What follows belongs to an exercise in optimizing a design on an open flow for small area, a short achievable clock period and few clock cycles per item; a production flow would make more cautious choices.
At most, simulation tests tie the RTL to the original design; equivalence was not proved.
Only the layout flow was run in runs 1, 2, 5 and 6; the RTL was not checked for function there.
Power and IR drop assume default switching activity.

==> design.v <==
module segdec (
    input  wire        clk,
    input  wire        rst,
    input  wire        hdr_valid,
    output wire        hdr_ready,
    input  wire [63:0] hdr_tag,
    input  wire [3:0]  hdr_kind,
    input  wire [9:0]  hdr_len,
    input  wire [31:0] hdr_check,
    input  wire        din_valid,
    output wire        din_ready,
    input  wire [63:0] din_data,
    output reg         dout_valid,
    output reg  [71:0] dout_data,
    output reg         res_valid,
    output wire        res_check_ok,
    output wire        res_decode_ok
);
    localparam [1:0] I_IDLE = 2'd0, I_TAG = 2'd1, I_HDR = 2'd2, I_DATA = 2'd3;
    function [31:0] crc8;
        input [31:0] c;
        input [7:0]  d;
        integer k;
        reg [31:0] t;
        begin
            t = c ^ {24'd0, d};
            for (k = 0; k < 8; k = k + 1)
                t = t[0] ? ((t >> 1) ^ 32'h82F63B78) : (t >> 1);
            crc8 = t;
        end
    endfunction
    reg  [1:0]  ist;
    reg  [2:0]  bidx;         
    reg  [31:0] crc;
    reg  [31:0] check;
    reg         chk_ok;
    reg  [9:0]  blft;         
    reg         in_done;      
    reg  [7:0]  bq;
    reg         bq_v;
    reg         bq_tag;       
    reg         bq_first;     
    reg         bq_last;      
    reg         busy;         
    reg         raw;
    reg         err;
    reg  [6:0]  beats;        
    reg  [2:0]  lane;         
    reg  [8:0]  prev;
    reg         in_run;
    reg  [9:0]  rm;           
    reg  [23:0] w;            
    reg  [4:0]  cnt;          
    wire room    = (cnt <= 5'd16) || err || (beats == 7'd0);
    wire bq_go   = bq_v && (bq_tag || room);
    wire bq_free = !bq_v || bq_go;
    wire in_data = (ist == I_DATA);
    wire last_byte = (bidx == 3'd7) || (blft == 10'd1);
    assign hdr_ready = (ist == I_HDR) && !busy;
    assign din_ready = in_data && last_byte && bq_free;
    wire hdr_fire = hdr_valid && hdr_ready;
    wire adv      = in_data && din_valid && bq_free;
    wire tag_take = hdr_valid && !ist[1] && bq_free;
    wire [7:0]  dbyte  = din_data[8*bidx +: 8];
    wire [7:0]  tbyte  = hdr_tag[8*bidx +: 8];
    wire [31:0] crc_nx = crc8(bq_first ? 32'hFFFFFFFF : crc, bq);
    reg  [3:0]  clen;
    reg  [3:0]  xb;
    reg         t_run;        
    reg         t_set;        
    reg  [9:0]  db;           
    reg         cin;
    reg  [4:0]  tbits;        
    always @(*) begin
        clen = 4'd2; xb = 4'd0; tbits = 5'd2; t_run = 1'b0; t_set = 1'b0; db = 10'd0; cin = 1'b0;
        casez ({w[0], w[1], w[2], w[3], w[4], w[5], w[6], w[7], w[8]})
            9'b00???????: begin clen = 4'd2; t_set = 1'b1; tbits = 5'd2; end
            9'b010??????: begin clen = 4'd3; t_run = 1'b1; db = 10'd0; tbits = 5'd3; end
            9'b011??????: begin clen = 4'd3; db = 10'd0; cin = 1'b1; tbits = 5'd3; end
            9'b100??????: begin clen = 4'd3; db = 10'h3FF; tbits = 5'd3; end
            9'b1010?????: begin clen = 4'd4; t_run = 1'b1; db = 10'd1; tbits = 5'd4; end
            9'b1011?????: begin clen = 4'd4; t_run = 1'b1; db = 10'd2; xb = 4'd1; tbits = 5'd5; end
            9'b11000????: begin clen = 4'd5; t_run = 1'b1; db = 10'd4; xb = 4'd2; tbits = 5'd7; end
            9'b11001????: begin clen = 4'd5; t_run = 1'b1; db = 10'd8; xb = 4'd3; tbits = 5'd8; end
            9'b11010????: begin clen = 4'd5; db = 10'd1; cin = 1'b1; tbits = 5'd5; end
            9'b11011????: begin clen = 4'd5; db = 10'h3FE; tbits = 5'd5; end
            9'b111000???: begin clen = 4'd6; t_set = 1'b1; xb = 4'd9; tbits = 5'd15; end
            9'b111001???: begin clen = 4'd6; t_run = 1'b1; db = 10'd16; xb = 4'd4; tbits = 5'd10; end
            9'b111010???: begin clen = 4'd6; t_run = 1'b1; db = 10'd256; xb = 4'd8; tbits = 5'd14; end
            9'b111011???: begin clen = 4'd6; db = 10'd2; cin = 1'b1; xb = 4'd1; tbits = 5'd7; end
            9'b111100???: begin clen = 4'd6; db = 10'h3FC; xb = 4'd1; tbits = 5'd7; end
            9'b1111010??: begin clen = 4'd7; t_run = 1'b1; db = 10'd32; xb = 4'd5; tbits = 5'd12; end
            9'b1111011??: begin clen = 4'd7; db = 10'd4; cin = 1'b1; xb = 4'd2; tbits = 5'd9; end
            9'b1111100??: begin clen = 4'd7; db = 10'h3F8; xb = 4'd2; tbits = 5'd9; end
            9'b11111010?: begin clen = 4'd8; t_run = 1'b1; db = 10'd64; xb = 4'd6; tbits = 5'd14; end
            9'b11111011?: begin clen = 4'd8; t_run = 1'b1; db = 10'd128; xb = 4'd7; tbits = 5'd15; end
            9'b11111100?: begin clen = 4'd8; db = 10'd8; cin = 1'b1; xb = 4'd3; tbits = 5'd11; end
            9'b11111101?: begin clen = 4'd8; db = 10'h3F0; xb = 4'd3; tbits = 5'd11; end
            9'b111111100: begin clen = 4'd9; db = 10'd16; cin = 1'b1; xb = 4'd4; tbits = 5'd13; end
            9'b111111101: begin clen = 4'd9; db = 10'h3E0; xb = 4'd4; tbits = 5'd13; end
            9'b111111110: begin clen = 4'd9; db = 10'd32; cin = 1'b1; xb = 4'd5; tbits = 5'd14; end
            default:      begin clen = 4'd9; db = 10'h3C0; xb = 4'd5; tbits = 5'd14; end
        endcase
    end
    wire        tok_fit  = (tbits <= cnt);
    wire [8:0]  xsh      = w[clen +: 9];
    wire [8:0]  xval     = xsh & ~(9'h1FF << xb);
    wire [9:0]  dx       = db | {1'b0, xval};
    wire [10:0] pv       = t_set ? 11'd0 : {2'b00, prev};
    wire [10:0] v        = pv + {dx[9], dx} + {10'd0, cin};
    wire        val_ok   = (v[10:9] == 2'b00);
    wire act    = busy && !err && (beats != 7'd0);
    wire go_raw = raw && (cnt >= 5'd9);
    wire go_tok = !raw && tok_fit;
    wire go     = act && (in_run || go_raw || go_tok);
    wire tokrun = !in_run && !raw && t_run;
    wire isrun  = in_run || tokrun;
    wire [9:0]  fill_m = in_run ? rm : (tokrun ? dx : 10'd0);
    wire [3:0]  lo     = {1'b0, fill_m[2:0]} + {1'b0, lane};
    wire        ge8    = (fill_m[9:3] != 7'd0) || lo[3];       
    wire        bdone  = ge8 || (lo[2:0] == 3'd7);             
    wire [9:0]  s      = fill_m + {7'd0, lane};
    wire [8:0]  val    = isrun ? prev : (raw ? w[8:0] : v[8:0]);
    wire        cons   = act && !in_run && (raw ? (cnt >= 5'd9) : tok_fit);
    wire [4:0]  camt   = raw ? 5'd9 : tbits;
    wire        app    = bq_go && !bq_tag;
    wire [7:0]  abyte  = app ? bq : 8'd0;
    wire [23:0] wins   = w | ({16'd0, abyte} << cnt);
    wire [23:0] wsh    = wins >> camt;
    wire [4:0]  cnt_in = cnt + (app ? 5'd8 : 5'd0);
    integer i;
    wire fin = busy && in_done && (err || beats == 7'd0);
    always @(posedge clk) begin
        if (rst) begin
            ist        <= I_IDLE;
            bidx       <= 3'd0;
            busy       <= 1'b0;
            bq_v       <= 1'b0;
            dout_valid <= 1'b0;
            res_valid  <= 1'b0;
        end else begin
            dout_valid <= go && bdone;
            res_valid  <= fin;
            if (hdr_fire)
                busy <= 1'b1;
            else if (fin)
                busy <= 1'b0;
            if (tag_take || adv)
                bq_v <= 1'b1;
            else if (bq_free)
                bq_v <= 1'b0;
            case (ist)
                I_IDLE, I_TAG: if (tag_take) begin
                    bidx <= bidx + 3'd1;
                    ist  <= (bidx == 3'd7) ? I_HDR : I_TAG;
                end
                I_HDR: if (hdr_fire)
                    ist  <= I_DATA;
                default: if (adv) begin
                    bidx <= bidx + 3'd1;
                    if (blft == 10'd1) begin
                        ist  <= I_IDLE;
                        bidx <= 3'd0;
                    end
                end
            endcase
        end
    end
    always @(posedge clk) begin
        if (bq_go) begin
            crc <= crc_nx;
            if (bq_last) begin
                chk_ok  <= (crc_nx == ~check);
                in_done <= 1'b1;
            end
        end
        if (tag_take) begin
            bq       <= tbyte;
            bq_tag   <= 1'b1;
            bq_first <= (ist == I_IDLE);
            bq_last  <= 1'b0;
        end
        if (adv) begin
            bq       <= dbyte;
            bq_tag   <= 1'b0;
            bq_first <= 1'b0;
            bq_last  <= (blft == 10'd1);
            blft     <= blft - 10'd1;
        end
        if (hdr_fire) begin
            check   <= hdr_check;
            blft    <= hdr_len;
            in_done <= 1'b0;
            raw     <= (hdr_kind == 4'h3);
            err     <= !((hdr_kind == 4'h1) || (hdr_kind == 4'h3 && hdr_len == 10'd576));
            beats   <= 7'd64;
            lane    <= 3'd0;
            prev    <= 9'd0;
            in_run  <= 1'b0;
            w       <= 24'd0;
            cnt     <= 5'd0;
        end else if (busy) begin
            w   <= cons ? wsh : wins;
            cnt <= cnt_in - (cons ? camt : 5'd0);
            if (act && !in_run && !raw && !tok_fit && blft == 10'd0 && !(bq_v && !bq_tag))
                err <= 1'b1;                     
            if (go && tokrun && (s[9:3] >= beats))
                err <= 1'b1;                     
            if (go && !isrun && !raw && !val_ok)
                err <= 1'b1;                     
            if (app && beats == 7'd0)
                err <= 1'b1;                     
            if (go) begin
                for (i = 0; i < 8; i = i + 1)
                    if (i >= lane && (ge8 || i <= lo[2:0]))
                        dout_data[9*i +: 9] <= val;
                if (bdone) begin
                    beats <= beats - 7'd1;
                    lane  <= 3'd0;
                end else begin
                    lane  <= s[2:0] + 3'd1;
                end
                in_run <= isrun && ge8;
                rm     <= s - 10'd8;
                if (!isrun && !raw)
                    prev <= v[8:0];
            end
        end
    end
    assign res_check_ok  = chk_ok;
    assign res_decode_ok = !err && (cnt < 5'd8) && (w[6:0] == 7'd0);
endmodule
==> run.sh <==
#!/bin/bash
# synth_recipe.tcl (not shown) runs the flow's synth.tcl, then flattens the netlist and writes it again
# the make line also repeats each setting of config.mk as NAME=value (left out here)
make -C /OpenROAD-flow-scripts/flow DESIGN_CONFIG=/design/flow/config.mk WORK_HOME=/design/flow/orfs CLKGATE_MAP_FILE= SYNTH_SCRIPT=/design/flow/synth_recipe.tcl finish
==> config.mk <==
export PLATFORM = sky130hd
export DESIGN_NAME = segdec
export DESIGN_NICKNAME = segdec
export VERILOG_FILES = /design/flow/design.v
export SDC_FILE = /design/flow/constraint.sdc
export NUM_CORES = 4
export LEC_CHECK = 0
export ABC_CLOCK_PERIOD_IN_PS = 4000
export CAP_MARGIN = 20
export CORE_MARGIN = 2
export CORE_UTILIZATION = 60
export SETUP_SLACK_MARGIN = 5
export SLEW_MARGIN = 20
==> constraint.sdc <==
create_clock -name core_clock -period 13.5 [get_ports {clk}]
set_input_delay 2.7000 -clock core_clock [delete_from_list [all_inputs] [get_ports {clk}]]
set_output_delay 2.7000 -clock core_clock [all_outputs]
set_load 0.01 [all_outputs]
==> out/qor.yml, run 1 <==
outcome:
  status: "finished clean"
clocking:
  post_cts_buffers: 0
  cts-buffers-inserted: 26
  ctsHoldBuffers: 0
  cts_resized: 0
  htree_levels: 1
  clk_pin_slew_ns: 0.06
  clock-sinks: 229
  clockBufferDepth: 3
  cts_root_buffer: "clkbuf_16"
  cts_tree: "done"
  clk_latency_ns: 0.55
setup_path:
  cp-start-kind: "flip-flop"
  cp.arrival_ns: 7.02
  worstReg2RegEnd: "err"
  cpPeakStageDelay_ns: 0.59
  crit_top_cell: "a21o_1"
  regToRegStartpoint: "w[4]"
  criticalPathCategory: "flip-flop to flip-flop"
  critPathRequiredTime_ns: 13.82
  end_kind: "flip-flop"
  r2r_cells: 29
  r2r_slack_ns: 6.80
  slowest_stage: "a311oi_1"
  crit_fanout: 41
grt:
  track_usage_pct: 38.3
  overflow: 0
  grt_max_degree: 62
  grt_antenna_before_repair: 1
  grt_pass1_vias: 14682
  grt_pass1_wl_um: 85800
final_layout:
  layout-drive-gt1-share_pct: 9.73
  finalNetCount: 2082
  fin_cells: 2222
  synthToLayoutAreaGrowth_pct: 21.6
  fin_util_pct: 74.5
  final_cell_mix: "clkdlybuf4s50_1, edfxtp_1, nor2_1"
  final_common_cell: "clkdlybuf4s50_1"
sta:
  rsz0062_at_grt: "false"
  skew_ns: 0.0163
  max_freq_mhz: 149
  period_share_pct: 49.6
  hold_viol: 0
  finalMaxSlewViolations: 0
  relSlewSlack_pct: 28.4
  finalSetupViolCount: 0
  worst_pin_slew_ns: 1.07
  finalSetupTns_ns: 0
  fin_ws_ns: 6.80
  fin_crit_ns: 6.70
floorplan:
  rows: 60
  io_pins: 256
  die_area_um2: 28900
  initial_core_util_pct: 61.3
  die_w_um: 170
  core_um2: 27000
  die_h_um: 170
placed_design:
  hpwl_um: 39700
  routabilityCongestion: 0.980
  portBuffers: 255
  dp.cells: 2173
  dpl_worst_slack_ns: 6.90
logic_synthesis:
  async_flop_share_pct: 0
  syn-num-nets: 1884
  synth_cell_types: 97
  ys_warn_count: 1
  syn-mean-instance-area_um2: 9.96
  synthFlopType: "edfxtp_1"
  synth.top_cell.area_share_pct: 30.5
  syn_inst: 1663
  syn_area_um2: 16600
  seq_area_frac_synth_pct: 37.8
  synth_edf_count: 168
  yosysTopAreaCell: "edfxtp_1"
  ys_ff_latch: 229
  synth_area_leaders: "edfxtp_1, dfxtp_1, mux4_2"
detailed_routing:
  final_antenna_net_count: 0
  firstDrtPassIters: 6
  routed_via_density: 6.79
  drt_iter0_markers: 1954
  num_vias: 15094
  drc_errors: 0
  wl_um: 55600
  drt-wirelength-per-cell_um: 25.0
hold_path:
  min_from: "w[17]"
  hold_depth: 2
  hold_path.class: "flip-flop to flip-flop"
  min_to: "w[17]"
run:
  cap_violations: 0
power_and_ir_drop:
  powerDensity_nw_per_um2: 124
  power_frac_comb_pct: 35.4
  ir_drop_v: 0.000100
  p_sw_share_pct: 33.6
  power_frac_seq_pct: 36.0
  clkPwrFrac_pct: 28.6
  p_switching_mw: 0.836
  intPower_mw: 1.65
  leakage_nw: 7.42
  finalPower_mw: 2.49
-- worst max-delay path, delay by kind of cell, from the launching register on --
kind                       cells  cell delay, ns
buffers and inverters          3            0.50
DFF                            1            0.32
AOI/OAI and AO/OA             16            3.61
and+or+nand+nor                6            1.06
muxes                          1            0.13
adders and majority gates      3            0.85
-- power groups by stage --
stage               logic [mW]  clock network (mW)  registers (mW)
floorplan                0.649                   0           0.873
global placement         0.794                   0           0.903
detailed placement       0.833                   0           0.905
CTS                      0.872               0.715           0.892
global route             0.930               0.738           0.899
finish                   0.881               0.712           0.895
-- cell type report --
class                      count  area [um^2]
timing repair buffer         287         2790
clock inverter                19          180
antenna                        1         2.50
sequential                   229         6270
inverter                      62          235
tap                          341          427
clock buffer                  28          678
fill                        1846         6890
multi-input combinational   1255         9560
-- per-stage QoR --
| stage | cell area (um^2) | hold WS, ns |
|---|---|---|
| after global placement | 19300 | 0.448 |
| after CTS | 20100 | 0.462 |
| after detailed placement | 19300 | 0.452 |
| final | 20100 | 0.465 |
| after floorplan | 16600 | 0.435 |
| after global routing | 20100 | 0.504 |
-- cells in the mapped netlist, types with 16 or more instances --
master and n:
edfxtp_1 168, nor2_1 151, nand2_1 120, xnor2_1 111, o21ai_0 85, a21oi_1 83
mux2i_1 77, dfxtp_1 61, inv_1 59, clkbuf_1 58, mux4_2 45, ha_1 38
nand3_1 35, buf_2 33, xor2_1 32, nor3_1 29, nand2b_1 27, a31oi_1 24
and2_1 23, o211ai_1 23, a21o_1 19, a211oi_1 18, buf_1 18, nor2b_1 17
o21a_1 17, nand4_1 16
-- logic make-up after synthesis --
family	count (synthesis)	share of synthesized area [%]
XOR/XNOR	164	10.4
flip-flops	229	37.8
AND/OR/NAND/NOR	494	14.7
adder cells (fa/ha/maj)	43	3.48
buffers and inverters	179	4.65
multiplexers	134	11.6
AO/OA/AOI/OAI	420	17.4
-- sequential cells by signal, summed over array words and instances, names as in the netlist, 7 cells and up --
signal and cells:
prev 9, dout_data 72, crc 32, bq 8
w 24, check 32, beats 7, blft 10
rm 10
-- worst max-delay path by stage --
stage	endpoint	depth (start not counted)	slack, ns	from
6_report	err	29	6.80	w[4]
5_1_grt	err	29	6.36	w[4]
4_1_cts	err	29	6.88	w[4]
3_5_place_dp	err	29	6.90	w[4]
3_3_place_gp	err	29	6.98	w[4]
2_1_floorplan	err	31	7.85	w[2]
-- metal layers --
| metal | vias to the layer above | share of wire [%] | wire length, um | GRT usage [%] |
|---|---|---|---|---|
| met1 | 7257 | 39 | 21900 | 52.9 |
| met5 | - | 0.022 | 12 | 0 |
| li1 | 6605 | - | - | - |
| met4 | 2 | 3.7 | 2040 | 13.3 |
| met2 | 1074 | 46 | 25600 | 61.2 |
| met3 | 156 | 11 | 6100 | 6.95 |
==> inputs of run 2 (changes only) <==
==> flow/run.sh (new file) <==
#!/bin/bash
set -uo pipefail
MARGIN=$(cat flow/margin.txt)
bash standard.sh SETUP_SLACK_MARGIN="$MARGIN" finish > standard_flow.log 2>&1
status=$?
cp -f orfs/logs/*/segdec/base/*.log . 2>/dev/null || true
exit $status
==> flow/margin.txt (new file) <==
8
==> standard.sh (new file) <==
#!/bin/bash
# synth_recipe.tcl (not shown) runs the flow's synth.tcl, then flattens the netlist and writes it again
# the make line also repeats each setting of config.mk as NAME=value (left out here)
make -C /OpenROAD-flow-scripts/flow DESIGN_CONFIG=/design/flow/config.mk WORK_HOME=/design/flow/orfs CLKGATE_MAP_FILE= SYNTH_SCRIPT=/design/flow/synth_recipe.tcl "${@:-finish}"
--- a/config.mk
+++ b/config.mk
@@ -6,8 +6,6 @@
 export NUM_CORES = 4
 export LEC_CHECK = 0
-export ABC_CLOCK_PERIOD_IN_PS = 4000
-export CAP_MARGIN = 20
+export CAP_MARGIN = 50
 export CORE_MARGIN = 2
 export CORE_UTILIZATION = 60
-export SETUP_SLACK_MARGIN = 5
-export SLEW_MARGIN = 20
+export SLEW_MARGIN = 70
removed: run.sh
==> run 2 against run 1 <==
Compared with the run above:
- final cell count increased by 3.4%
- utilization increased by 6.0 points
- first-iteration DRC count rose by 28%
- largest cell class unchanged
==> out/qor.yml, run 2 <==
logic_synthesis:
  syn_inst: 1663  # unchanged
  synth_area_leaders: "edfxtp_1, dfxtp_1, mux4_2"
  syn_area_um2: 16600  # unchanged
  seq_area_frac_synth_pct: 37.8  # unchanged
  ys_ff_latch: 229  # unchanged
  yosys-top-cells-count: "edfxtp_1, nor2_1, nand2_1, xnor2_1, o21ai_0"
  synthFlopType: "edfxtp_1"
  synth_cell_types: 97  # unchanged
  yosysMostFrequentCell: "edfxtp_1"
  syn-mean-instance-area_um2: 9.96  # unchanged
  yosysTopAreaCell: "edfxtp_1"
  synth_edf_count: 168  # unchanged
  syn-num-nets: 1884  # unchanged
  synth.top_cell.area_share_pct: 30.5  # unchanged
  async_flop_share_pct: 0  # unchanged
  ys_warn_count: 1  # unchanged
grt:
  use_met3_pct: 8.42  # +1.5 points
  grt_pass1_vias: 14970  # +2.0%
  grt_antenna_before_repair: 1  # unchanged
  track_usage_pct: 39.7  # +1.4 points
  grt_pass1_wl_um: 88700  # +3.4%
  grtUsageMet2_pct: 62.3  # +1.1 points
  overflow: 0  # unchanged
  busiest_layer: "met2"
  grt_max_degree: 56  # -9.7%
  grt_use_met1_pct: 53.9  # +0.96 points
power_and_ir_drop:
  ir_drop_v: 0.000101  # +0.31%
  power_frac_seq_pct: 34.4  # -1.6 points
  leakage_nw: 8.09  # +9.1%
  powerDensity_nw_per_um2: 119  # -4.0%
  clkPwrFrac_pct: 28.2  # -0.4 points
  power_frac_comb_pct: 37.5  # +2.1 points
  p_sw_share_pct: 34.7  # +1.1 points
  p_switching_mw: 0.895  # +7.0%
  finalPower_mw: 2.58  # +3.7%
  intPower_mw: 1.69  # +2.1%
setup_path:
  end_kind: "output port"
  r2r_slack_ns: 8.03  # +1.23 ns
  worstReg2RegEnd: "err"
  regToRegStartpoint: "w[8]"
  crit_fanout: 18  # -56%
  criticalPathCategory: "flip-flop to output port"
  cp.arrival_ns: 2.85  # -4.17 ns
  critPathRequiredTime_ns: 10.80  # -3.02 ns
  r2r_cells: 26  # -10%
  cp-start-kind: "flip-flop"
clocking:
  cts-buffers-inserted: 25  # -3.8%
  ctsHoldBuffers: 0  # unchanged
  clk_pin_slew_ns: 0.06  # about the same
  cts_root_buffer: "clkbuf_16"
  cts_tree: "done"
  clock-sinks: 229  # unchanged
  clk_latency_ns: 0.56  # about the same
  clockBufferDepth: 3  # unchanged
  htree_levels: 1  # unchanged
hold_path:
  hold_path.class: "flip-flop to flip-flop"
  hold_depth: 2  # unchanged
  min_from: "w[23]"
  min_to: "w[23]"
detailed_routing:
  routed_via_density: 6.96  # +2.4%
  final_antenna_net_count: 0  # unchanged
  wl_um: 61300  # +10%
  drt-wirelength-per-cell_um: 26.7  # +6.6%
  drc_errors: 0  # unchanged
  num_vias: 15987  # +5.9%
  drt_iter0_markers: 2507  # +28%
  firstDrtPassIters: 8  # +2
sta:
  fin_ws_ns: 7.95  # +1.15 ns
  holdWs_ns: 0.479  # +0.0146 ns
  max_freq_mhz: 180  # +21%
  hold_viol: 0  # unchanged
  relSlewSlack_pct: 66.6  # +38 points
  worst_pin_slew_ns: 0.496  # -0.572 ns
  finalSetupViolCount: 0  # unchanged
  rsz0062_at_grt: "true"
  finalSetupTns_ns: 0  # unchanged
  period_share_pct: 41.1  # -8.5 points
  finalMaxSlewViolations: 0  # unchanged
  fin_crit_ns: 5.55  # -1.15 ns
  skew_ns: 0.0163  # -0.00000360 ns
floorplan:
  core_um2: 27000  # unchanged
  die_h_um: 170  # unchanged
  io_pins: 256  # unchanged
  rows: 60  # unchanged
  die_area_um2: 28900  # unchanged
  die_w_um: 170  # unchanged
  initial_core_util_pct: 61.3  # unchanged
outcome:
  status: "finished clean"
final_layout:
  synthToLayoutAreaGrowth_pct: 31.4
  reg_top3: "dout_data: 72 flops, check: 32 flops, crc: 32 flops"
  fill_cells: 1521  # -18%
  final_common_cell: "clkdlybuf4s50_1"
  final_cell_mix: "clkdlybuf4s50_1, edfxtp_1, nor2_1"
  finalNetCount: 2158  # +3.7%
  largest_reg_flops: 72  # unchanged
  largest-register: "dout_data"
  layout-drive-gt1-share_pct: 19.3  # +9.5 points
placed_design:
  portBuffers: 255  # unchanged
  routabilityCongestion: 0.975  # -0.53%
  dpl_worst_slack_ns: 7.17  # +0.269 ns
  hpwl_um: 41500  # +4.3%
run:
  cap_violations: 0  # unchanged
-- run 2: per-layer routing --
| metal | vias up | wire length [um] | part of all wire [%] |
|---|---|---|---|
| met5 | - | 0 | 0 |
| met3 | 297 | 7550 | 12 |
| met2 | 1351 | 27800 | 45 |
| li1 | 6762 | - | - |
| met4 | 0 | 3310 | 5.4 |
| met1 | 7577 | 22700 | 37 |
-- run 2: worst max-delay path, stage by stage (launching register included) --
cell	delay (ns)
dfxtp_4	0.36
buf_4	0.14
bufbuf_16	0.28
or2_2	0.30
nand4b_1	0.17
nor3_1	0.40
clkdlybuf4s50_1	0.63
-- run 2: worst max path at each step --
| stage | startpoint | end | slack (ns) | cells after the start |
|---|---|---|---|---|
| after floorplan | w[4] | err | 8.02 | 30 |
| after global placement | w[4] | err | 7.01 | 29 |
| after detailed placement | w[4] | err | 7.17 | 29 |
| after CTS | w[3] | err | 7.93 | 28 |
| after global routing | w[2] | err | 7.90 | 22 |
| final | w[3] | res_decode_ok | 7.95 | 6 |
-- run 2: layout make-up --
type                       count  area (um^2)  area share, %
tap                          341          427           1.96
multi-input combinational   1255        10300           47.3
clock inverter                13          150          0.690
clock buffer                  33          696           3.20
timing repair buffer         364         3660           16.8
antenna                        1         2.50         0.0115
inverter                      62          235           1.08
sequential                   229         6300           28.9
-- run 2: through the flow --
step / utilization (%) / std cells / cell area, um^2
5_1_grt: 80.5 / 2297 / 21800
3_3_place_gp: 71.3 / 2172 / 19300
2_1_floorplan: - / 1663 / 16600
6_report: 80.5 / 2298 / 21800
3_5_place_dp: 73.6 / 2200 / 19900
4_1_cts: 77.8 / 2258 / 21000
-- run 2: kinds of logic after synthesis --
kind of cell | Yosys count | synth area share, %
AOI/OAI and AO/OA | 420 | 17.4
muxes | 134 | 11.6
DFF | 229 | 37.8
buffers and inverters | 179 | 4.65
and+or+nand+nor | 494 | 14.7
adders and majority gates | 43 | 3.48
xor gates and xnor gates | 164 | 10.4
-- run 2: repair_timing --
action,CTS,global route
resized for setup,37,42
pin swaps,6,17
buffers inserted,10,25
cloned,2,5
setup endpoints to repair,4,4
-- run 2: power groups by stage --
| stage | sequential, mW | combinational (mW) | clock (mW) |
|---|---|---|---|
| 2_1_floorplan | 0.873 | 0.649 | 0 |
| 3_3_place_gp | 0.904 | 0.793 | 0 |
| 3_5_place_dp | 0.897 | 0.884 | 0 |
| 4_1_cts | 0.884 | 0.911 | 0.717 |
| 5_1_grt | 0.888 | 1.00 | 0.747 |
| 6_report | 0.887 | 0.967 | 0.727 |
==> inputs of run 3 (changes only) <==
--- a/design.v
+++ b/design.v
@@ -15,5 +15,5 @@
     output reg         res_valid,
     output wire        res_check_ok,
-    output wire        res_decode_ok
+    output reg         res_decode_ok
 );
     localparam [1:0] I_IDLE = 2'd0, I_TAG = 2'd1, I_HDR = 2'd2, I_DATA = 2'd3;
@@ -36,4 +36,5 @@
     reg         chk_ok;
     reg  [9:0]  blft;         
+    reg         last_byte;    
     reg         in_done;      
     reg  [7:0]  bq;
@@ -49,5 +50,5 @@
     reg  [8:0]  prev;
     reg         in_run;
-    reg  [9:0]  rm;           
+    reg  [8:0]  rm;           
     reg  [23:0] w;            
     reg  [4:0]  cnt;          
@@ -56,6 +57,6 @@
     wire bq_free = !bq_v || bq_go;
     wire in_data = (ist == I_DATA);
-    wire last_byte = (bidx == 3'd7) || (blft == 10'd1);
-    assign hdr_ready = (ist == I_HDR) && !busy;
+    wire fin;
+    assign hdr_ready = (ist == I_HDR) && (!busy || fin);
     assign din_ready = in_data && last_byte && bq_free;
     wire hdr_fire = hdr_valid && hdr_ready;
@@ -116,9 +117,9 @@
     wire tokrun = !in_run && !raw && t_run;
     wire isrun  = in_run || tokrun;
-    wire [9:0]  fill_m = in_run ? rm : (tokrun ? dx : 10'd0);
+    wire [8:0]  fill_m = in_run ? rm : (tokrun ? dx[8:0] : 9'd0);
     wire [3:0]  lo     = {1'b0, fill_m[2:0]} + {1'b0, lane};
-    wire        ge8    = (fill_m[9:3] != 7'd0) || lo[3];       
+    wire        ge8    = (fill_m[8:3] != 6'd0) || lo[3];       
     wire        bdone  = ge8 || (lo[2:0] == 3'd7);             
-    wire [9:0]  s      = fill_m + {7'd0, lane};
+    wire [8:0]  s      = fill_m + {6'd0, lane};
     wire [8:0]  val    = isrun ? prev : (raw ? w[8:0] : v[8:0]);
     wire        cons   = act && !in_run && (raw ? (cnt >= 5'd9) : tok_fit);
@@ -130,5 +131,5 @@
     wire [4:0]  cnt_in = cnt + (app ? 5'd8 : 5'd0);
     integer i;
-    wire fin = busy && in_done && (err || beats == 7'd0);
+    assign fin = busy && in_done && (err || beats == 7'd0);
     always @(posedge clk) begin
         if (rst) begin
@@ -187,8 +188,12 @@
             bq_last  <= (blft == 10'd1);
             blft     <= blft - 10'd1;
-        end
+            last_byte <= (bidx == 3'd6) || (blft == 10'd2);
+        end
+        if (fin)
+            res_decode_ok <= !err && (cnt < 5'd8) && (w[6:0] == 7'd0);
         if (hdr_fire) begin
             check   <= hdr_check;
             blft    <= hdr_len;
+            last_byte <= (hdr_len == 10'd1);
             in_done <= 1'b0;
             raw     <= (hdr_kind == 4'h3);
@@ -205,5 +210,5 @@
             if (act && !in_run && !raw && !tok_fit && blft == 10'd0 && !(bq_v && !bq_tag))
                 err <= 1'b1;                     
-            if (go && tokrun && (s[9:3] >= beats))
+            if (go && isrun && ge8 && beats == 7'd1)
                 err <= 1'b1;                     
             if (go && !isrun && !raw && !val_ok)
@@ -222,5 +227,5 @@
                 end
                 in_run <= isrun && ge8;
-                rm     <= s - 10'd8;
+                rm     <= s - 9'd8;
                 if (!isrun && !raw)
                     prev <= v[8:0];
@@ -229,4 +234,3 @@
     end
     assign res_check_ok  = chk_ok;
-    assign res_decode_ok = !err && (cnt < 5'd8) && (w[6:0] == 7'd0);
 endmodule
==> run.sh (new file) <==
#!/bin/bash
# synth_recipe.tcl (not shown) runs the flow's synth.tcl, then flattens the netlist and writes it again
# the make line also repeats each setting of config.mk as NAME=value (left out here)
make -C /OpenROAD-flow-scripts/flow DESIGN_CONFIG=/design/flow/config.mk WORK_HOME=/design/flow/orfs CLKGATE_MAP_FILE= SYNTH_SCRIPT=/design/flow/synth_recipe.tcl finish
--- a/config.mk
+++ b/config.mk
@@ -8,4 +8,5 @@
 export CAP_MARGIN = 50
 export CORE_MARGIN = 2
-export CORE_UTILIZATION = 60
+export CORE_UTILIZATION = 55
+export SETUP_SLACK_MARGIN = 5
 export SLEW_MARGIN = 70
removed: flow/run.sh
removed: flow/margin.txt
removed: standard.sh
==> run 3 against run 2 <==
Compared with the run above:
- routed wire length is 20% lower
- combinational power is 9.6% higher
- setup slack worse by 0.32 ns
- largest power group unchanged
- die area is 4.5% higher
- utilization is 8.1 points lower
- first-iteration DRC count is 42% lower
- register-to-register slack worse by 0.28 ns
- synthesized cell count is 7.0% lower
- critical endpoint is now hdr_ready
- hold slack worse by 0.0066 ns
- critical path type unchanged
==> out/qor.yml, run 3 <==
outcome:
  status: "finished clean"
floorplan:
  rows: 62  # +3.3%
  die_w_um: 174  # +2.2%
  initial_core_util_pct: 55.6  # -5.6 points
  core_um2: 28500  # +5.6%
  die_h_um: 174  # +2.2%
  die_area_um2: 30200  # +4.5%
  io_pins: 256  # unchanged
grt:
  grt_antenna_before_repair: 2  # +1
  grt_pass1_vias: 13565  # -9.4%
  overflow: 0  # unchanged
  grt_pass1_wl_um: 76800  # -13%
  track_usage_pct: 32.1  # -7.7 points
  grt_max_degree: 51  # -8.9%
logic_synthesis:
  synth_top_family_by_area: "compound AO/OA/AOI/OAI gates"
  synthFlopType: "edfxtp_1"
  syn-num-nets: 1763  # -6.4%
  synth-simple-area-share_pct: 14.0  # -0.66 points
  yosysTopAreaCell: "edfxtp_1"
  syn_area_um2: 15900  # -4.1%
  async_flop_share_pct: 0  # unchanged
  yosysMostFrequentCell: "edfxtp_1"
  synth_edf_count: 169  # +0.60%
  ys_warn_count: 1  # unchanged
  yosys-top-cells-count: "edfxtp_1, nor2_1, nand2_1, xnor2_1, a21oi_1"
  synth_cell_types: 94  # -3.1%
  seq_area_frac_synth_pct: 39.6  # +1.8 points
  synth_compound_area_share_pct: 14.4  # -2.9 points
  syn_inst: 1546  # -7.0%
  ys_ff_latch: 230  # +0.44%
  syn-mean-instance-area_um2: 10.3  # +3.2%
  synth_xor_area_share_pct: 11.1  # +0.74 points
  synth.top_cell.area_share_pct: 32.0  # +1.5 points
  synth_area_leaders: "edfxtp_1, dfxtp_1, mux4_2"
  synthAdderAreaFrac_pct: 3.31  # -0.17 points
  synthMuxAreaShare_pct: 13.6  # +2.0 points
final_layout:
  fill_cells: 2090  # +37%
  fin_cells: 2189  # -4.7%
  layout-drive-gt1-share_pct: 16.7  # -2.5 points
  largest_reg_flops: 72  # unchanged
  final_cell_mix: "clkdlybuf4s50_1, edfxtp_1, nor2_1"
  synthToLayoutAreaGrowth_pct: 30.2
  largest-register: "dout_data"
  final_common_cell: "clkdlybuf4s50_1"
  reg_top3: "dout_data: 72 flops, check: 32 flops, crc: 32 flops"
  finalNetCount: 2001  # -7.3%
power_and_ir_drop:
  powerDensity_nw_per_um2: 131  # +10%
  ir_drop_v: 0.0000930  # -7.5%
  leakage_nw: 7.32  # -9.5%
clocking:
  clockBufferDepth: 3  # unchanged
  clock-sinks: 230  # +0.44%
  clk_pin_slew_ns: 0.07  # about the same
  cts_resized: 0  # -100%
  post_cts_buffers: 0  # -10
  cts_root_buffer: "clkbuf_16"
  cts-buffers-inserted: 25  # unchanged
  clk_latency_ns: 0.53  # -0.03 ns
  ctsHoldBuffers: 0  # unchanged
  htree_levels: 1  # unchanged
  cts_tree: "done"
sta:
  finalSetupViolCount: 0  # unchanged
  rsz0062_at_grt: "false"
  hold_viol: 0  # unchanged
  max_freq_mhz: 170  # -5.4%
  finalMaxSlewViolations: 0  # unchanged
  period_share_pct: 43.4  # +2.4 points
  relSlewSlack_pct: 65.4  # -1.2 points
  fin_ws_ns: 7.63  # -0.319 ns
  worst_pin_slew_ns: 0.513  # +0.0167 ns
  finalSetupTns_ns: 0  # unchanged
  holdWs_ns: 0.473  # -0.00659 ns
  fin_crit_ns: 5.87  # +0.319 ns
  skew_ns: 0.0170  # +0.000704 ns
setup_path:
  critPathRequiredTime_ns: 10.80  # about the same
  crit_family: "simple AND/OR/NAND/NOR gates"
  crit_fanout: 7  # -11
  end_kind: "output port"
  cpPeakStageDelay_ns: 0.56  # -0.07 ns
  slowest_stage: "clkdlybuf4s50_1"
  cp-start-kind: "flip-flop"
  criticalPathCategory: "flip-flop to output port"
  cp.arrival_ns: 3.17  # +0.32 ns
  worstPathCellList: "nor4_2, buf_1, a31oi_4, clkbuf_4, nand3b_1, nand2_1, and3b_1, clkdlybuf4s50_1"
  cp_num_buf_inv: 3  # unchanged
run:
  cap_violations: 0  # unchanged
placed_design:
  dpl_worst_slack_ns: 7.73  # +0.560 ns
  routabilityCongestion: 0.955  # -2.0%
  dp.cells: 2134  # -3.0%
  hpwl_um: 36500  # -12%
  portBuffers: 255  # unchanged
detailed_routing:
  drt_iter0_markers: 1463  # -42%
  final_antenna_net_count: 0  # unchanged
  drt-wirelength-per-cell_um: 22.4  # -16%
  num_vias: 13658  # -15%
  firstDrtPassIters: 5  # -3
  wl_um: 49100  # -20%
  routed_via_density: 6.24  # -10%
  drc_errors: 0  # unchanged
hold_path:
  hold_path.class: "flip-flop to flip-flop"
[run 3: cell count changes in the layout (fill, tap and decap cells not counted), moves of 11 or more]
cell and delta:
buf_4 -41, nand3_1 -13, mux2i_1 +16, nand2_1 -11, nand2b_1 -14
[run 3: area by class of cell]
class | instances | area, um^2 | share of cell area (%)
Sequential cell | 230 | 6320 | 30.6
Multi-Input combinational cell | 1164 | 9790 | 47.3
Timing Repair Buffer | 312 | 3010 | 14.6
Tap cell | 384 | 480 | 2.32
Clock buffer | 32 | 682 | 3.30
Antenna cell | 2 | 5.00 | 0.0242
Inverter | 51 | 195 | 0.944
Clock inverter | 14 | 193 | 0.932
[run 3: logic make-up (layout without fill, tap and decap cells)]
| kind of cell | after synthesis | in the layout |
|---|---|---|
| AND/OR/NAND/NOR | 454 | 454 |
| AO/OA/AOI/OAI | 353 | 353 |
| flip-flops | 230 | 230 |
| XOR/XNOR | 162 | 162 |
| multiplexers | 156 | 156 |
| buffers and inverters | 152 | 409 |
| adder cells (fa/ha/maj) | 39 | 39 |
| other | 0 | 2 |
[run 3: path summary, 6_finish.rpt]
path	from	to	slack (ns)	cells after the start
max reg2reg	w[5]	cnt[4]	7.75	24
min	prev[5]	prev[5]	0.47	2
max	beats[2]	hdr_ready	7.63	8
min reg2reg	prev[5]	prev[5]	0.47	2
[run 3: power by group]
group | switching (mW) | internal [mW] | total [mW] | leakage, nW
logic | 0.568 | 0.494 | 1.06 | 4.88
registers | 0.0597 | 0.852 | 0.912 | 2.04
clock network | 0.299 | 0.436 | 0.736 | 0.410
[run 3: through the flow]
stage                     power, mW  instance area [um^2]  utilization, %
after floorplan                1.63                 15900               -
after global placement         1.88                 18700            65.7
after detailed placement       1.95                 19600            68.5
after CTS                      2.69                 20400            71.6
after global routing           2.83                 20700            72.4
final                          2.71                 20700            72.4
[run 3: per-layer routing]
layer	routed length, um	share of wire (%)	vias up	track usage [%]
met2	23100	47	770	52.8
met4	1990	4.0	0	12.2
met3	4490	9.1	123	5.75
met1	19500	40	6540	42.6
met5	0	0	-	0
li1	-	-	6225	-
[run 3: tightest hold or removal path: stages, from the launching register on]
cell	delay, ns
dfxtp_1	0.32
nand2_1	0.05
a21oi_1	0.05
Testbench counts of run 3, summed over its fixed seeds: cycles 40,864, segments 320.
==> inputs of run 4 (changes only) <==
--- a/design.v
+++ b/design.v
@@ -190,4 +190,7 @@
             last_byte <= (bidx == 3'd6) || (blft == 10'd2);
         end
+        for (i = 0; i < 8; i = i + 1)
+            if (i >= lane)
+                dout_data[9*i +: 9] <= val;
         if (fin)
             res_decode_ok <= !err && (cnt < 5'd8) && (w[6:0] == 7'd0);
@@ -217,7 +220,4 @@
                 err <= 1'b1;                     
             if (go) begin
-                for (i = 0; i < 8; i = i + 1)
-                    if (i >= lane && (ge8 || i <= lo[2:0]))
-                        dout_data[9*i +: 9] <= val;
                 if (bdone) begin
                     beats <= beats - 7'd1;
==> flow/run.sh (new file) <==
#!/bin/bash
set -uo pipefail
MARGIN=$(cat flow/margin.txt)
bash standard.sh SETUP_SLACK_MARGIN="$MARGIN" finish > standard_flow.log 2>&1
status=$?
cp -f orfs/logs/*/segdec/base/*.log . 2>/dev/null || true
exit $status
==> flow/margin.txt (new file) <==
9
==> standard.sh (new file) <==
#!/bin/bash
# synth_recipe.tcl (not shown) runs the flow's synth.tcl, then flattens the netlist and writes it again
# the make line also repeats each setting of config.mk as NAME=value (left out here)
make -C /OpenROAD-flow-scripts/flow DESIGN_CONFIG=/design/flow/config.mk WORK_HOME=/design/flow/orfs CLKGATE_MAP_FILE= SYNTH_SCRIPT=/design/flow/synth_recipe.tcl "${@:-finish}"
--- a/config.mk
+++ b/config.mk
@@ -8,5 +8,4 @@
 export CAP_MARGIN = 50
 export CORE_MARGIN = 2
-export CORE_UTILIZATION = 55
-export SETUP_SLACK_MARGIN = 5
+export CORE_UTILIZATION = 50
 export SLEW_MARGIN = 70
removed: run.sh
==> run 4 against run 3 <==
Compared with the run above:
- still clean
- clock power down 1%
- die area up 5.1%
- first-iteration DRC count up 4.4%
- final area up 4.1%
- routed wire length up 9.2%
- total power up 21%
- critical path type unchanged
- largest power group unchanged
==> out/qor.yml, run 4 <==
clocking:
  clockBufferDepth: 3  # unchanged
  cts_root_buffer: "clkbuf_16"
  ctsHoldBuffers: 0  # unchanged
  htree_levels: 1  # unchanged
  clk_pin_slew_ns: 0.06  # about the same
  clk_latency_ns: 0.55  # +0.02 ns
  cts-buffers-inserted: 26  # +4.0%
  cts_tree: "done"
  clock-sinks: 230  # unchanged
grt:
  grt_pass1_vias: 13337  # -1.7%
  track_usage_pct: 32.1  # about the same
  overflow: 0  # unchanged
  grt_max_degree: 60  # +18%
  grt_pass1_wl_um: 78500  # +2.3%
  grt_antenna_before_repair: 0  # -2
floorplan:
  initial_core_util_pct: 51.0  # -4.7 points
  io_pins: 256  # unchanged
  rows: 63  # +1.6%
  die_h_um: 178  # +2.5%
  die_w_um: 178  # +2.5%
  core_um2: 29800  # +4.4%
  die_area_um2: 31800  # +5.1%
sta:
  worst_pin_slew_ns: 0.478  # -0.0352 ns
  skew_ns: 0.0301  # +0.0130 ns
  finalSetupTns_ns: 0  # unchanged
  holdWs_ns: 0.473  # +0.000628 ns
  period_share_pct: 36.7  # -6.7 points
  finalMaxSlewViolations: 0  # unchanged
  relSlewSlack_pct: 67.9  # +2.5 points
  finalSetupViolCount: 0  # unchanged
  fin_crit_ns: 4.96  # -0.906 ns
  hold_viol: 0  # unchanged
  max_freq_mhz: 202  # +18%
  rsz0062_at_grt: "true"
logic_synthesis:
  yosysTopAreaCell: "edfxtp_1"
  synth_cell_types: 95  # +1.1%
  seq_area_frac_synth_pct: 40.9  # +1.2 points
  syn_area_um2: 15200  # -4.4%
  syn-mean-instance-area_um2: 10.5  # +1.8%
  syn_inst: 1453  # -6.0%
  ys_warn_count: 1  # unchanged
  async_flop_share_pct: 0  # unchanged
  ys_ff_latch: 230  # unchanged
  synthFlopType: "edfxtp_1"
  yosysMostFrequentCell: "edfxtp_1"
  synth.top_cell.area_share_pct: 31.6  # -0.32 points
  yosys-top-cells-count: "edfxtp_1, nor2_1, nand2_1, xnor2_1, a21oi_1"
  synth_edf_count: 160  # -5.3%
  syn-num-nets: 1669  # -5.3%
  synth_area_leaders: "edfxtp_1, dfxtp_1, mux4_2"
final_layout:
  largest-register: "dout_data"
  finalNetCount: 2041  # +2.0%
  n_antenna_cell: 0  # -2
  fill_cells: 2142  # +2.5%
  largest_reg_flops: 72  # unchanged
  reg_top3: "dout_data: 72 flops, check: 32 flops, crc: 32 flops"
  regArea_um2: 6260  # -1.1%
  fin_util_pct: 72.3  # -0.17 points
  final_cell_mix: "clkdlybuf4s50_1, edfxtp_1, nor2_1"
  layout-drive-gt1-share_pct: 26.9  # +10 points
  synthToLayoutAreaGrowth_pct: 41.8
  fin_cells: 2235  # +2.1%
  multiInputGateArea_um2: 9370  # -4.2%
  final_common_cell: "clkdlybuf4s50_1"
setup_path:
  crit_family: "buffers and inverters"
  cp-endpoint: "din_ready"
  criticalPathCategory: "flip-flop to output port"
  worstSetupStartpoint: "beats[3]"
  end_kind: "output port"
  critPathRequiredTime_ns: 10.80  # about the same
  cp.arrival_ns: 2.26  # -0.91 ns
  crit_fanout: 4  # -3
  path_depth: 9  # +1
  cp-start-kind: "flip-flop"
  worstPathCellList: "nor4_2, buf_4, a31oi_1, buf_4, buf_4, buf_6, nand3_4, and4_4, buf_6"
  slowest_stage: "dfxtp_2"
  r2r_cells: 22  # -8.3%
  crit_top_cell: "buf_4"
  worstReg2RegEnd: "err"
  regToRegStartpoint: "w[2]"
  cp_num_buf_inv: 5  # +2
  r2r_slack_ns: 8.73  # +0.98 ns
  cpPeakStageDelay_ns: 0.33  # -0.23 ns
power_and_ir_drop:
  leakage_nw: 8.02  # +9.5%
  finalPower_mw: 3.28  # +21%
  powerDensity_nw_per_um2: 152  # +16%
  ir_drop_v: 0.0000866  # -6.9%
outcome:
  status: "finished clean"
detailed_routing:
  num_vias: 13915  # +1.9%
  firstDrtPassIters: 6  # +1
  routed_via_density: 6.23  # -0.22%
  drt-wirelength-per-cell_um: 24.0  # +7.0%
  final_antenna_net_count: 0  # unchanged
  drt_iter0_markers: 1527  # +4.4%
  wl_um: 53700  # +9.2%
  drc_errors: 0  # unchanged
run:
  cap_violations: 0  # unchanged
placed_design:
  hpwl_um: 36400  # about the same
  routabilityCongestion: 1.03  # +7.3%
  dp.cells: 2055  # -3.7%
  portBuffers: 255  # unchanged
hold_path:
  hold_path.class: "flip-flop to flip-flop"
[run 4: changes by cell type after synthesis, moves of 14 or more]
cell      before  now
xor2_1        30   48
nor2b_1       24   10
mux2i_1       92   65
clkbuf_1      65   42
o21ai_0       82   59
buf_2         19   33
[run 4: stage by stage]
stage,area (um^2),worst slack (ns)
after global placement,18000,7.83
after detailed placement,18600,7.93
final,21500,8.54
after floorplan,15200,8.96
after CTS,20500,8.61
after global routing,21500,8.48
[run 4: final cells by class]
cell class | count | share of cell area, %
clock inverter | 16 | 0.773
multi-input combinational | 1091 | 43.5
clock buffer | 32 | 3.27
sequential | 230 | 29.1
tap | 390 | 2.27
timing repair buffer | 440 | 20.4
inverter | 36 | 0.668
[run 4: logic make-up (layout without fill, tap and decap cells)]
family,count (synthesis),after routing,synth area share (%)
AOI/OAI and AO/OA,333,333,15.2
muxes,131,131,12.6
DFF,230,230,40.9
adders and majority gates,38,38,3.38
buffers and inverters,132,524,3.73
xor gates and xnor gates,162,162,10.6
and+or+nand+nor,427,427,13.6
[run 4: repair_timing]
item	CTS	global route
cloned	3	5
gates resized for setup	99	107
endpoints found under the setup margin	105	69
buffers inserted	80	37
pin swaps	25	54
[run 4: metal layers]
metal / share of wire [%] / track usage [%]
met1: 40 / 44.4
met2: 46 / 52.3
met3: 9.1 / 4.60
met4: 4.0 / 10.1
met5: 0 / 0
[run 4: worst register-to-register path: stages (launching register included)]
cell and delay [ns]:
dfxtp_4 0.35, buf_12 0.13, buf_4 0.13, buf_8 0.13, buf_4 0.15, and4b_1 0.17
a41o_1 0.25, a211o_1 0.34, o2111ai_1 0.16, o311ai_0 0.20, o221ai_1 0.23, a22o_1 0.25
ha_1 0.29, nor2b_1 0.15, o21ai_1 0.14, nand2b_1 0.11, a21o_1 0.17, a21o_1 0.19
a311o_1 0.33, a21oi_2 0.12, nor2_1 0.05, o31ai_1 0.24, a221o_1 0.20
[run 4: power by group]
group,internal (mW),total (mW),switching [mW]
combinational,0.733,1.52,0.787
sequential,0.946,1.04,0.0893
clock,0.429,0.728,0.298
[run 4: worst min-delay path by stage]
stage | from | to | cells after the start
2_1_floorplan | beats[6] | beats[6] | 1
3_3_place_gp | beats[6] | beats[6] | 1
3_5_place_dp | beats[5] | beats[5] | 1
4_1_cts | beats[6] | beats[6] | 1
5_1_grt | beats[6] | beats[6] | 1
6_report | beats[6] | beats[6] | 1
Testbench counts of run 4, summed over its fixed seeds: cycles 40,864, segments 320.
==> inputs of run 5 (changes only) <==
--- a/design.v
+++ b/design.v
@@ -47,4 +47,5 @@
     reg         err;
     reg  [6:0]  beats;        
+    reg         bz;           
     reg  [2:0]  lane;         
     reg  [8:0]  prev;
@@ -53,5 +54,5 @@
     reg  [23:0] w;            
     reg  [4:0]  cnt;          
-    wire room    = (cnt <= 5'd16) || err || (beats == 7'd0);
+    wire room    = (cnt <= 5'd16) || err || bz;
     wire bq_go   = bq_v && (bq_tag || room);
     wire bq_free = !bq_v || bq_go;
@@ -111,5 +112,5 @@
     wire [10:0] v        = pv + {dx[9], dx} + {10'd0, cin};
     wire        val_ok   = (v[10:9] == 2'b00);
-    wire act    = busy && !err && (beats != 7'd0);
+    wire act    = busy && !err && !bz;
     wire go_raw = raw && (cnt >= 5'd9);
     wire go_tok = !raw && tok_fit;
@@ -131,5 +132,5 @@
     wire [4:0]  cnt_in = cnt + (app ? 5'd8 : 5'd0);
     integer i;
-    assign fin = busy && in_done && (err || beats == 7'd0);
+    assign fin = busy && in_done && (err || bz);
     always @(posedge clk) begin
         if (rst) begin
@@ -203,4 +204,5 @@
             err     <= !((hdr_kind == 4'h1) || (hdr_kind == 4'h3 && hdr_len == 10'd576));
             beats   <= 7'd64;
+            bz      <= 1'b0;
             lane    <= 3'd0;
             prev    <= 9'd0;
@@ -217,9 +219,10 @@
             if (go && !isrun && !raw && !val_ok)
                 err <= 1'b1;                     
-            if (app && beats == 7'd0)
+            if (app && bz)
                 err <= 1'b1;                     
             if (go) begin
                 if (bdone) begin
                     beats <= beats - 7'd1;
+                    bz    <= (beats == 7'd1);
                     lane  <= 3'd0;
                 end else begin
--- a/config.mk
+++ b/config.mk
@@ -9,3 +9,4 @@
 export CORE_MARGIN = 2
 export CORE_UTILIZATION = 50
+export CTS_BUF_LIST = sky130_fd_sc_hd__clkbuf_4 sky130_fd_sc_hd__clkbuf_8
 export SLEW_MARGIN = 70
==> run 5 against run 4 <==
Compared with the run above:
- global-route usage shrank 1.8 points
- critical path depth shrank 4
- non-clock buffer count shrank 78
- total power shrank 11%
- setup slack gained 0.15 ns
- combinational power shrank 13%
- die area is essentially flat
- final cell count shrank 1.5%
- synthesized cell count grew 1.4%
- first-iteration DRC count shrank 19%
- count of clock-buffer cells in the layout grew 24
- hold slack lost 0.013 ns
==> out/qor.yml, run 5 <==
power_and_ir_drop:
  leakage_nw: 7.77  # -3.1%
  powerDensity_nw_per_um2: 142  # -6.9%
  ir_drop_v: 0.0000933  # +7.7%
grt:
  grt_max_degree: 56  # -6.7%
  overflow: 0  # unchanged
  track_usage_pct: 30.3  # -1.8 points
  grt_antenna_before_repair: 0  # unchanged
  grt_pass1_wl_um: 74800  # -4.8%
  grt_pass1_vias: 13091  # -1.8%
placed_design:
  routabilityCongestion: 1.04  # +0.94%
  place_area_um2: 18600  # -0.16%
  dpl_worst_slack_ns: 7.62  # -0.310 ns
  dp.cells: 2068  # +0.63%
  hpwl_um: 35000  # -4.0%
  portBuffers: 255  # unchanged
detailed_routing:
  top_layer_used: "met5"
  num_vias: 13327  # -4.2%
  drt_iter0_markers: 1242  # -19%
  met1_length_um: 20800  # -4.2%
  firstDrtPassIters: 8  # +2
  drc_errors: 0  # unchanged
  wl_um: 48700  # -9.3%
  routed_via_density: 6.05  # -2.7%
  met3_length_um: 4010  # -18%
  final_antenna_net_count: 0  # unchanged
  wl_met2_um: 22200  # -11%
  drt-wirelength-per-cell_um: 22.1  # -7.9%
clocking:
  clk_pin_slew_ns: 0.06  # about the same
  htree_levels: 2  # +1
  clockBufferDepth: 3  # unchanged
  cts-buffers-inserted: 42  # +62%
  clock-sinks: 231  # +0.43%
  clk_latency_ns: 0.59  # +0.04 ns
  cts_tree: "done"
  cts_root_buffer: "clkbuf_8"
setup_path:
  end_kind: "output port"
  cpPeakStageDelay_ns: 0.57  # +0.24 ns
  critPathRequiredTime_ns: 10.80  # about the same
  slowest_stage: "or4b_4"
  r2r_slack_ns: 8.85  # +0.12 ns
  regToRegStartpoint: "w[3]"
  cp-endpoint: "din_ready"
  r2r_cells: 22  # unchanged
  worstSetupStartpoint: "err"
  worstPathCellList: "or4b_4, nor2_4, nand2_2, and4_1, buf_2"
  path_depth: 5  # -4
  crit_fanout: 2  # -2
  cp-start-kind: "flip-flop"
  criticalPathCategory: "flip-flop to output port"
  cp_num_buf_inv: 1  # -4
  cp.arrival_ns: 2.10  # -0.16 ns
  worstReg2RegEnd: "cnt[4]"
  crit_family: "simple AND/OR/NAND/NOR gates"
final_layout:
  finalNetCount: 1992  # -2.4%
  fin_util_pct: 69.1  # -3.1 points
  fin_cells: 2201  # -1.5%
  n_antenna_cell: 0  # unchanged
  largest_reg_flops: 72  # unchanged
  final_common_cell: "clkdlybuf4s50_1"
  largest-register: "dout_data"
  final_cell_mix: "clkdlybuf4s50_1, edfxtp_1, nor2_1"
  layout-drive-gt1-share_pct: 23.5  # -3.4 points
  post-route-cell-area_um2: 20600  # -4.3%
  synthToLayoutAreaGrowth_pct: 35.6
  reg_top3: "dout_data: 72 flops, check: 32 flops, crc: 32 flops"
logic_synthesis:
  seq_area_frac_synth_pct: 41.0  # +0.12 points
  ys_ff_latch: 231  # +0.43%
  syn-mean-instance-area_um2: 10.3  # -1.3%
  synth_area_leaders: "edfxtp_1, dfxtp_1, mux4_2"
  yosysMostFrequentCell: "edfxtp_1"
  syn-num-nets: 1688  # +1.1%
  syn_area_um2: 15200  # about the same
  syn_inst: 1473  # +1.4%
  ys_warn_count: 1  # unchanged
  yosys-top-cells-count: "edfxtp_1, nor2_1, nand2_1, xnor2_1, a21oi_1"
  yosysTopAreaCell: "edfxtp_1"
  synth_edf_count: 160  # unchanged
  synthFlopType: "edfxtp_1"
  synth_cell_types: 87  # -8.4%
  async_flop_share_pct: 0  # unchanged
  synth.top_cell.area_share_pct: 31.6  # about the same
sta:
  max_freq_mhz: 208  # +3.2%
  fin_ws_ns: 8.70  # +0.155 ns
  skew_ns: 0.0444  # +0.0144 ns
  hold_viol: 0  # unchanged
  fin_crit_ns: 4.80  # -0.155 ns
  finalSetupTns_ns: 0  # unchanged
  finalMaxSlewViolations: 0  # unchanged
  relSlewSlack_pct: 65.1  # -2.8 points
  worst_pin_slew_ns: 0.509  # +0.0313 ns
  finalSetupViolCount: 0  # unchanged
  rsz0062_at_grt: "true"
  period_share_pct: 35.6  # -1.1 points
outcome:
  status: "finished clean"
floorplan:
  initial_core_util_pct: 51.0  # about the same
  core_um2: 29800  # unchanged
  die_w_um: 178  # about the same
  die_area_um2: 31800  # about the same
  die_h_um: 178  # about the same
  io_pins: 256  # unchanged
  rows: 63  # unchanged
run:
  cap_violations: 0  # unchanged
hold_path:
  hold_path.class: "flip-flop to flip-flop"
  min_from: "beats[5]"
-- run 5: cell types whose count changed after synthesis, moves of 9 or more --
| cell | delta |
|---|---|
| a221o_1 | -11 |
| and2_1 | +10 |
| buf_2 | -11 |
| clkbuf_1 | +26 |
| nand2_1 | +20 |
| nand3_1 | -9 |
| o21ai_0 | +14 |
| xnor2_1 | +10 |
-- run 5: through the flow --
step,total power [mW],hold WS (ns)
after floorplan,1.79,0.425
after global placement,2.05,0.437
after detailed placement,2.12,0.452
after CTS,2.87,0.460
after global routing,3.07,0.481
final,2.93,0.461
-- run 5: power by group --
part	switching (mW)	total, mW	internal, mW
clock network	0.310	0.691	0.381
registers	0.0576	0.917	0.860
logic	0.692	1.32	0.625
total	1.06	2.93	1.87
-- run 5: worst reg2reg max path, delay by kind of cell, from the launching register on --
family | cells | cell delay, ns
xor+xnor | 2 | 0.35
flops | 1 | 0.37
buf+inv | 5 | 0.85
simple gates | 8 | 1.11
compound gates | 4 | 0.87
fa+ha+maj | 3 | 1.01
-- run 5: how the worst min path moves through the flow --
| stage | endpoint | slack, ns | cells after the start |
|---|---|---|---|
| floorplan | beats[5] | 0.42 | 1 |
| CTS | beats[5] | 0.46 | 1 |
| detailed placement | beats[5] | 0.45 | 1 |
| global placement | beats[5] | 0.44 | 1 |
| global route | beats[4] | 0.48 | 1 |
| finish | beats[5] | 0.46 | 1 |
-- run 5: logic make-up after synthesis --
family                     synth area share (%)
muxes                                      12.4
adders and majority gates                  3.29
AOI/OAI and AO/OA                          14.5
xor gates and xnor gates                   11.3
and+or+nand+nor                            13.6
buffers and inverters                      3.90
DFF                                        41.0
-- run 5: routing by layer --
layer	GRT usage, %	up-vias
met4	9.65	2
met3	5.18	130
met1	41.9	6415
li1	-	6091
met5	1.44	-
met2	48.5	689
-- run 5: final cells by class --
class	count	area, um^2
clock buffers	56	702
well taps	390	488
inverters	43	171
fillers	2305	9190
multi-input cells	1097	9270
clock inverters	22	168
flip-flops and latches	231	6280
repair buffers	362	3530
-- run 5: what timing repair did --
item / CTS / global route
endpoints found under the setup margin: 101 / 52
hold buffers: 0 / 0
resized for setup: 63 / 60
setup buffers: 31 / 15
pin swaps: 18 / 29
cloned: 3 / 1
==> inputs of run 6 (changes only) <==
--- a/design.v
+++ b/design.v
@@ -105,5 +105,4 @@
         endcase
     end
-    wire        tok_fit  = (tbits <= cnt);
     wire [8:0]  xsh      = w[clen +: 9];
     wire [8:0]  xval     = xsh & ~(9'h1FF << xb);
@@ -112,8 +111,9 @@
     wire [10:0] v        = pv + {dx[9], dx} + {10'd0, cin};
     wire        val_ok   = (v[10:9] == 2'b00);
+    wire [4:0]  camt   = raw ? 5'd9 : tbits;
+    wire [5:0]  diff   = {1'b0, cnt} - {1'b0, camt};
+    wire        fit    = !diff[5];
     wire act    = busy && !err && !bz;
-    wire go_raw = raw && (cnt >= 5'd9);
-    wire go_tok = !raw && tok_fit;
-    wire go     = act && (in_run || go_raw || go_tok);
+    wire go     = act && (in_run || fit);
     wire tokrun = !in_run && !raw && t_run;
     wire isrun  = in_run || tokrun;
@@ -124,6 +124,5 @@
     wire [8:0]  s      = fill_m + {6'd0, lane};
     wire [8:0]  val    = isrun ? prev : (raw ? w[8:0] : v[8:0]);
-    wire        cons   = act && !in_run && (raw ? (cnt >= 5'd9) : tok_fit);
-    wire [4:0]  camt   = raw ? 5'd9 : tbits;
+    wire        cons   = act && !in_run && fit;
     wire        app    = bq_go && !bq_tag;
     wire [7:0]  abyte  = app ? bq : 8'd0;
@@ -212,6 +211,6 @@
         end else if (busy) begin
             w   <= cons ? wsh : wins;
-            cnt <= cnt_in - (cons ? camt : 5'd0);
-            if (act && !in_run && !raw && !tok_fit && blft == 10'd0 && !(bq_v && !bq_tag))
+            cnt <= cons ? (diff[4:0] + (app ? 5'd8 : 5'd0)) : cnt_in;
+            if (act && !in_run && !raw && !fit && blft == 10'd0 && !(bq_v && !bq_tag))
                 err <= 1'b1;                     
             if (go && isrun && ge8 && beats == 7'd1)
==> run 6 against run 5 <==
Compared with the run above:
- routed wire length down 2.1%
- combinational power up 5%
- register-to-register slack worse by 0.03 ns
- count of clock-buffer cells in the layout up 5
- area after synthesis up 0.49%
- still clean on timing, DRC and antenna
- clock skew down 0.021 ns
- first-iteration DRC count down 6.6%
==> out/qor.yml, run 6 <==
setup_path:
  crit_fanout: 2  # unchanged
  cp.arrival_ns: 2.15  # +0.05 ns
  r2r_cells: 23  # +4.5%
  cp-start-kind: "flip-flop"
  slowest_stage: "or4b_4"
  regToRegStartpoint: "w[3]"
  end_kind: "output port"
  crit_family: "simple AND/OR/NAND/NOR gates"
  worstPathCellList: "or4b_4, nor2_4, nand2_2, and4_1, buf_2"
  criticalPathCategory: "flip-flop to output port"
  critPathRequiredTime_ns: 10.80  # about the same
  path_depth: 5  # unchanged
  cp_num_buf_inv: 1  # unchanged
  r2r_slack_ns: 8.82  # -0.03 ns
  worstReg2RegEnd: "rm[7]"
  cpPeakStageDelay_ns: 0.56  # about the same
final_layout:
  final_cell_mix: "clkdlybuf4s50_1, edfxtp_1, nor2_1"
  n_antenna_cell: 0  # unchanged
  post-route-cell-area_um2: 20700  # +0.60%
  largest-register: "dout_data"
  reg_top3: "dout_data: 72 flops, check: 32 flops, crc: 32 flops"
  largest_reg_flops: 72  # unchanged
  fill_cells: 2278  # -1.2%
  final_common_cell: "clkdlybuf4s50_1"
  layout-drive-gt1-share_pct: 24.3  # +0.73 points
  synthToLayoutAreaGrowth_pct: 35.8
  finalNetCount: 2013  # +1.1%
grt:
  grt_antenna_before_repair: 1  # +1
  grt_pass1_vias: 12964  # -0.97%
  overflow: 0  # unchanged
  track_usage_pct: 29.6  # -0.73 points
  grt_pass1_wl_um: 73000  # -2.3%
  grt_max_degree: 55  # -1.8%
detailed_routing:
  final_antenna_net_count: 0  # unchanged
  firstDrtPassIters: 5  # -3
  drt_iter0_markers: 1160  # -6.6%
  drc_errors: 0  # unchanged
  drt-wirelength-per-cell_um: 21.4  # -3.2%
  routed_via_density: 5.96  # -1.6%
  num_vias: 13253  # -0.56%
  wl_um: 47700  # -2.1%
power_and_ir_drop:
  p_switching_mw: 1.08  # +1.8%
  intPower_mw: 2.00  # +7.1%
  ir_drop_v: 0.0000818  # -12%
  powerDensity_nw_per_um2: 149  # +4.6%
  power_frac_seq_pct: 32.8  # +1.5 points
  leakage_nw: 7.78  # +0.16%
  power_frac_comb_pct: 44.8  # -0.2 points
  p_sw_share_pct: 35.1  # -1.2 points
  clkPwrFrac_pct: 22.4  # -1.2 points
sta:
  finalSetupViolCount: 0  # unchanged
  fin_crit_ns: 4.85  # +0.0429 ns
  finalMaxSlewViolations: 0  # unchanged
  worst_pin_slew_ns: 0.447  # -0.0619 ns
  skew_ns: 0.0231  # -0.0213 ns
  hold_viol: 0  # unchanged
  finalSetupTns_ns: 0  # unchanged
  max_freq_mhz: 206  # -0.88%
  rsz0062_at_grt: "true"
  period_share_pct: 35.9  # +0.32 points
  relSlewSlack_pct: 70.2  # +5.1 points
logic_synthesis:
  synth_area_leaders: "edfxtp_1, dfxtp_1, mux4_2"
  syn-num-nets: 1689  # +0.059%
  seq_area_frac_synth_pct: 40.8  # -0.20 points
  yosys-top-cells-count: "edfxtp_1, nor2_1, nand2_1, xnor2_1, a21oi_1"
  ys_ff_latch: 231  # unchanged
  syn_inst: 1479  # +0.41%
  async_flop_share_pct: 0  # unchanged
  synth.top_cell.area_share_pct: 31.5  # -0.15 points
  synth_edf_count: 160  # unchanged
  ys_warn_count: 1  # unchanged
  synth_cell_types: 102  # +17%
  yosysTopAreaCell: "edfxtp_1"
  syn-mean-instance-area_um2: 10.3  # about the same
  synthFlopType: "edfxtp_1"
  yosysMostFrequentCell: "edfxtp_1"
  syn_area_um2: 15300  # +0.49%
clocking:
  clk_pin_slew_ns: 0.06  # about the same
  cts_root_buffer: "clkbuf_8"
  cts-buffers-inserted: 41  # -2.4%
  clk_latency_ns: 0.56  # -0.03 ns
  htree_levels: 2  # unchanged
  cts_tree: "done"
  clock-sinks: 231  # unchanged
  clockBufferDepth: 3  # unchanged
hold_path:
  min_from: "prev[2]"
  hold_path.class: "flip-flop to flip-flop"
  hold_depth: 2  # +1
  min_to: "prev[2]"
outcome:
  status: "finished clean"
floorplan:
  initial_core_util_pct: 51.1  # +0.11 points
  core_um2: 29900  # +0.26%
  io_pins: 256  # unchanged
  die_area_um2: 31900  # +0.48%
  rows: 63  # unchanged
  die_h_um: 179  # +0.24%
  die_w_um: 179  # +0.24%
placed_design:
  hpwl_um: 33800  # -3.4%
  portBuffers: 255  # unchanged
  routabilityCongestion: 0.947  # -8.5%
  place_area_um2: 18500  # -0.44%
run:
  cap_violations: 0  # unchanged
-- run 6: area by class of cell --
class / instances / area [um^2] / share of cell area (%)
Inverter: 53 / 209 / 1.01
Clock inverter: 14 / 103 / 0.495
Timing Repair Buffer: 380 / 3790 / 18.3
Multi-Input combinational cell: 1096 / 9090 / 43.9
Clock buffer: 61 / 771 / 3.72
Sequential cell: 231 / 6270 / 30.3
Tap cell: 390 / 488 / 2.35
-- run 6: worst max path at each step --
stage	startpoint	to
after floorplan	w[3]	prev[0]
after global placement	w[0]	err
after detailed placement	w[4]	err
after CTS	err	din_ready
after global routing	w[3]	dout_data[35]
final	err	din_ready
-- run 6: repair_timing --
item                       CTS  global route
setup endpoints to repair  100            85
cloned                       5             1
resized for setup           70            53
hold buffers                 0             0
pin swaps                   28            38
setup buffers               47            25
-- run 6: worst register-to-register path, delay by kind of cell, from the launching register on --
family	cells	cell delay [ns]
compound gates	9	1.74
xor+xnor	1	0.16
flops	1	0.35
fa+ha+maj	3	0.74
buf+inv	5	0.54
simple gates	4	0.87
mux	1	0.09
-- run 6: logic make-up after synthesis --
family                     count (synthesis)  share of synthesized area [%]
and+or+nand+nor                          442                           14.5
AOI/OAI and AO/OA                        346                           14.8
DFF                                      231                           40.8
xor gates and xnor gates                 161                           11.1
buffers and inverters                    152                           4.68
muxes                                    115                           11.3
adders and majority gates                 32                           2.82
-- run 6: power by group through the flow --
stage                     clock [mW]  sequential (mW)  combinational (mW)
after CTS                      0.703             1.01                1.31
after detailed placement           0             1.02                1.23
final                          0.689             1.01                1.38
after global placement             0             1.02                1.18
after global routing           0.733             1.02                1.48
after floorplan                    0             1.01               0.846
-- run 6: per-stage QoR --
stage                     hold WS, ns  power (mW)  cells  utilization [%]  setup slack [ns]
after floorplan                 0.436        1.85   1479                -              9.01
after global placement          0.445        2.20   2046             60.1              7.00
after detailed placement        0.457        2.25   2069             62.0              8.10
after CTS                       0.462        3.03   2196             67.5              8.63
after global routing            0.491        3.24   2225             69.4              8.60
final                           0.462        3.08   2225             69.4              8.65
-- run 6: routing by layer --
metal,routed length [um],GRT usage (%),vias to the layer above
li1,-,-,6125
met1,20200,40.7,6322
met2,21300,44.7,690
met3,4670,7.76,116
met4,1570,11.4,0
met5,0,0,-

-- separate check: timing with driven ports --
The flow's constraints put no driver on any port. The routed layouts listed below were extracted and timed again, unchanged, in two steps. Step 1 sets driving cells, clkbuf_16 on the clock port and buf_2 on the other inputs (assumed; they add their load-dependent delay and slew). Step 2 moves the port delays by t, midway between the first and last clock arrival at a register: inputs arrive t later, outputs are due t later. That takes back most of the time a late clock gives input paths. Slacks: ideal / step 1 / step 2; pairs: ideal / step 1.
run | t, ns | setup WS [ns] | worst data-port slew with drivers (ns)
run 1 | 0.597 | 6.801 / 6.801 / 6.801 | 0.10
run 2 | 0.603 | 7.954 / 7.903 / 8.030 | 0.09
run 3 | 0.575 | 7.634 / 7.583 / 7.748 | 0.09
run 4 | 0.584 | 8.540 / 8.487 / 8.294 | 0.09
run 5 | 0.617 | 8.695 / 8.642 / 8.474 | 0.07
run 6 | 0.602 | 8.652 / 8.602 / 8.495 | 0.07
After both steps setup and hold are still met in every run listed. The setup slack of run 4, which loses most, moves by -0.053 ns with the drivers and by -0.246 ns with both steps.
